What follows belongs to an exercise in optimizing a design on an open flow for small area, a short achievable clock period and few clock cycles; a production flow would make more cautious choices.
In this exercise RTL edits were held to simulation tests only and were not proved equivalent to the original.
Power and IR drop assume default switching activity.

==> inputs of v16 <==
## lst_stamp_unit
module lst_stamp_unit (
    input  wire        clk,
    input  wire        rst,
    input  wire        start,
    output wire        ready,
    input  wire [63:0] p0_i,
    input  wire [15:0] pass_i,
    input  wire [31:0] v_i,
    input  wire [47:0] t0_i,
    input  wire [47:0] tpp_i,
    input  wire [15:0] alpha_i,
    input  wire [15:0] beta_i,
    input  wire [31:0] vlo_i,
    input  wire [31:0] vhi_i,
    input  wire [31:0] gate_i,
    input  wire [47:0] ts_i,
    input  wire [15:0] zpass_i,
    input  wire [47:0] zfine_i,
    output wire        done,
    output reg         accept,
    output reg  [1:0]  reason,
    output reg         clamp,
    output wire [63:0] p0_o,
    output wire [15:0] pass_o,
    output wire [31:0] v_o,
    output wire [47:0] t0_o,
    output wire [31:0] resid_o,
    output reg         resid_upd
);
    localparam integer S_IDLE  = 0,
                       S_DT    = 1,
                       S_MUL1  = 2,
                       S_PADD  = 3,
                       S_DIV1  = 4,
                       S_RES1A = 5,
                       S_RES1B = 6,
                       S_MUL2  = 7,
                       S_D2G   = 8,      
  ...
export LEC_CHECK = 0
export CAP_MARGIN = 70
export CORE_MARGIN = 2
export CORE_UTILIZATION = 40
export SLEW_MARGIN = 70
create_clock -name core_clock -period 15.0 [get_ports {clk}]
run.sh (not shown) runs the stock make flow with config.mk's settings and CLKGATE_MAP_FILE= SYNTH_SCRIPT=/design/flow/synth_recipe.tcl, a recipe that flattens the netlist after the stock synthesis.
==> v27 (differences from v16) <==
--- a/flow/design.v
+++ b/flow/design.v
@@ -94,14 +94,15 @@
     assign t0_o    = T0;
     assign resid_o = GATE;
     wire [63:0] M    = {D[47:0], 16'd0};
     wire [65:0] rr   = {RX, ZP, ZF};
     wire [81:0] rx   = {{16{rr[65]}}, rr};
     wire [5:0]  kb   = rneg ? klo : khi;
     wire        bneg = rneg ? nlo : nhi;
+    wire        k24  = (kb <= 6'd24);        
     wire        a_ps   = f_aps;                  
     wire        a_pt   = f_asg & P[80];          
     wire        m_sel  = f_msel;
     wire        m_inv  = f_minv;
     wire        r_sel  = f_rsel;
     wire        r_inv  = f_rinv;
     wire [81:0] axl = ({82{s_mul1}} & {P, 1'b0})
@@ -143,15 +144,16 @@
     wire        b_hi   = f_bhi;
     wire        b_lo   = f_blo;
     wire        b_sel  = f_bsel;
     wire [48:0] bx = ({49{s_dt}}          & {1'b0, DT})
                    | ({49{f_bxhi}}        & {17'd0, VHI})
                    | ({49{b_lo | s_vup1}} & {17'd0, V})
                    | ({49{s_mul2}}        & {1'b0, ACCB})
-                   | ({49{d2g}}           & {33'd0, ACCB[47:32]})
+                   | ({49{d2g & ~k24}}    & {33'd0, ACCB[47:32]})
+                   | ({49{d2g & k24}}     & {25'd0, ACCB[47:24]})
                    | ({49{d2p}}           & {ZF, ACCB[47]});
     wire [48:0] by = ({49{s_dt}}   & ~{1'b0, T0})
                    | ({49{b_hi}}   & ~{17'd0, V})
                    | ({49{b_lo}}   & ~{17'd0, VLO})
                    | ({49{b_sel}}  & {1'b0, ZF ^ {48{rneg}}})
                    | ({49{f_bdiv & ~s_vup1}} & ~{1'b0, DT})
                    | ({49{s_vup1}} & ({17'd0, ACCB[31:0]} ^ {49{rneg}}))
@@ -263,15 +265,15 @@
         h_yv   <= (h_dt & dt_first) | (h_mul1 & (cnt != 6'd47) & (mshort ? DT[13] : DT[46]));
         h_msel <= (h_r1a & (dp_p1 | dp_m1)) | h_d2g;
         h_minv <= (h_r1a & dp_m1) | (h_d2g & ~P[65]);
         h_rsel <= (h_r1b & ALPHA[0]) | (h_mul2 & (cnt != 6'd15) & ALPHA[1]) | nsth[S_D2G];
         h_rinv <= nsth[S_D2G] & ~rneg;
     end
     always @(posedge clk) begin
-        if (go) begin
+        if (ready) begin
             P0    <= p0_i;
             PASS  <= pass_i;
             V     <= v_i;
             T0    <= t0_i;
             ALPHA <= alpha_i;
             BETA  <= beta_i;
             VLO   <= vlo_i;
@@ -282,46 +284,46 @@
             V     <= v_new;
         end else if (s_mul2) begin
             ALPHA <= {1'b0, ALPHA[15:1]};
             BETA  <= {1'b0, BETA[15:1]};
         end
         if (dv_upgo)
             D <= {D[63:0], 1'b0};
-        else if (go)
+        else if (ready)
             D <= {17'd0, tpp_i};
         else if (dv_turn | (dv_step & (cnt != 6'd0)))
             D <= {1'b0, D[64:1]};
-        if (go)
+        if (ready)
             GATE <= gate_i;
         else if (d2g)
             GATE <= resid_sat;
         else if (s_vup2 & (rsn == R_DT))
             GATE <= 32'd0;
         else if (s_vup2 & (rsn == R_PASS))
             GATE <= 32'h8000_0000;
-        if (go)
+        if (ready)
             {RX, ZP} <= {2'd0, zpass_i};
         else if (s_r1a | s_r1b)
             {RX, ZP} <= sa[65:48];
         if (dstep & q_bit) begin
             ZF <= sb[47:0];
-        end else if (go) begin
+        end else if (ready) begin
             ZF <= zfine_i;
         end else if (s_r1a | s_r1b) begin
             ZF <= sa[47:0];
         end else if (d2g & ~bneg) begin
-            ZF <= {32'd0, ACCB[47:32]};
+            ZF <= k24 ? {24'd0, ACCB[47:24]} : {32'd0, ACCB[47:32]};
         end else if (skip8) begin
             ZF <= {ZF[39:0], ACCB[47:40]};
         end else if (dstep) begin
             ZF <= {ZF[46:0], ACCB[47]};
         end
         if (s_vup1 & acc_ok)
             T0 <= sa[47:0];
-        if (go)
+        if (ready)
             DT <= ts_i;
         else if (s_dt)
             DT <= dt_new;
         else if (mshort)
             DT <= {DT[13:0], DT[47:14]};     
         else if (s_mul1)
             DT <= {DT[46:0], DT[47]};
@@ -342,15 +344,15 @@
         else if (pf_take)
             Q <= P[65] ? Q - 16'd1 : Q + 16'd1;
         if (s_r1b)
             ACCB <= 48'd0;
         else if (s_mul2)
             ACCB <= sb[48:1];
         else if (d2g & ~bneg)
-            ACCB <= {ACCB[31:0], 16'd0};
+            ACCB <= k24 ? {ACCB[23:0], 24'd0} : {ACCB[31:0], 16'd0};
         else if (skip8)
             ACCB <= {ACCB[39:0], 8'd0};
         else if (dstep)
             ACCB <= {ACCB[46:0], q_bit};
         else if (s_vup1)
             ACCB <= {14'd0, sb[33:0]};
         if (s_dt)
@@ -359,14 +361,16 @@
             cnt <= cnt + (mshort ? 6'd34 : 6'd1);    
         else if (s_padd | s_r1b)
             cnt <= 6'd0;
         else if (s_mul2)
             cnt <= (cnt == 6'd15) ? 6'd31 : cnt + 6'd1;
         else if (s_div1)
             cnt <= (up & ~a_neg) ? cnt + 6'd1 : cnt - 6'd1;
+        else if (d2g)
+            cnt <= k24 ? 6'd23 : 6'd31;
         else if (d2p)
             cnt <= skip8 ? cnt - 6'd8 : cnt - 6'd1;
         if (s_dt)
             rsn <= dt_bad ? R_DT : R_OK;
         if (b_hi) begin
             nhi <= b_neg;
             khi <= bnd_len;
==> comparison <==
Of v16 and v27, v16 has the higher via count (gap 0.91%, measured against v27). Of v27 and v16, v16 has the higher clock power (gap about 3%, measured against v16). Between v27 and v16, the lower combinational power is in v16 (gap 8.5%, measured against v16). Of v27 and v16, v27 has the higher count of clock-buffer cells in the layout (gap 4). Between v27 and v16, the lower wire length is in v27 (gap about 3.6%, measured against v16). Of v16 and v27, v27 has the higher die area (gap 0.99%, measured against v27). Worst hold slack: v27 is lower than v16 (0.038 ns). Synthesized cell count: v27 is larger than v16 (about 1%). In v16 the maximum frequency is larger than in v27, by about 1.7%. In v27 the sequential power is larger than in v16, by 8.0%. Between v16 and v27, the lower clock skew is in v16 (gap 0.024 ns).
==> figures <==
| quantity | v27 | v16 |
|---|---|---|
| Result of the run | no timing/DRC/antenna violations | no timing/DRC/antenna violations |
| Instance area after placement | 66700 um^2 | 66240 um^2 |
| Final standard cell area without fillers | 70380 um^2 | 69950 um^2 |
| Total Routing Usage GR | 0.4881 | 0.5160 |
| Footprint of the multi-input gates | 34090 um^2 | 33450 um^2 |
| Final Util | 0.5196 | 0.5228 |
| Depth of the worst register-to-register path | 22 | 20 |
| Final layout net count | 7967 | 7959 |
| Wire length on met3 | 48080 um | 48860 um |
| Maximum VDD drop | 89.30 uV | 86.95 uV |
| Number of instances in the placed design | 8937 | 8919 |
| Seq. pwr | 2.85 mW | 2.64 mW |
| Min setup slack post-route | 8.020 ns | 8.135 ns |
| Fillcell total | 12732 | 12670 |
| Endpoint arrival time on the critical path | 7.60 ns | 7.47 ns |
| Post-route fraction of the period consumed by the critical path | 0.4654 | 0.4577 |
| Initial Util | 0.4032 | 0.4042 |
| Internal power of the cells | 4.537 mW | 4.435 mW |
| Relative contribution of the clock network to total power | 0.287 | 0.310 |
| Number of antenna cells inserted | 30 | 44 |
| Min Tclk post-route | 6.980 ns | 6.865 ns |
| Final Wtd Congestion | 1.114 | 1.079 |
| Gate count of the mapped netlist | 6660 | 6593 |
Testbench counts of v16, summed over its fixed seeds: cycles 173,921.
Testbench counts of v27, summed over its fixed seeds: cycles 168,395.

[separate check: timing with driven ports]
Ports are ideal in the flow. The routed layouts listed here were re-timed in OpenROAD. Step 1 (the two cells are an assumption about what drives the block):
set clk [get_ports {clk}]
set_driving_cell -lib_cell sky130_fd_sc_hd__clkbuf_16 $clk
set_driving_cell -lib_cell sky130_fd_sc_hd__buf_2 [delete_from_list [all_inputs] $clk]
Step 2 adds t to the input delays and takes it off the output delays; t is the mean of the earliest and latest rising clock arrival at the registers after step 1. Input paths then give back, and output paths get back, about the clock's delay inside the block. a / b / c = no drivers / after step 1 / after step 2; a / b = the first two.
run	t (ns)	setup slack, ns	worst slew at a driven data input, ns
v16	0.834	8.135 / 8.135 / 8.135	0.18
v27	0.812	8.020 / 8.020 / 8.020	0.15
After both steps setup and hold are still met in every run listed.
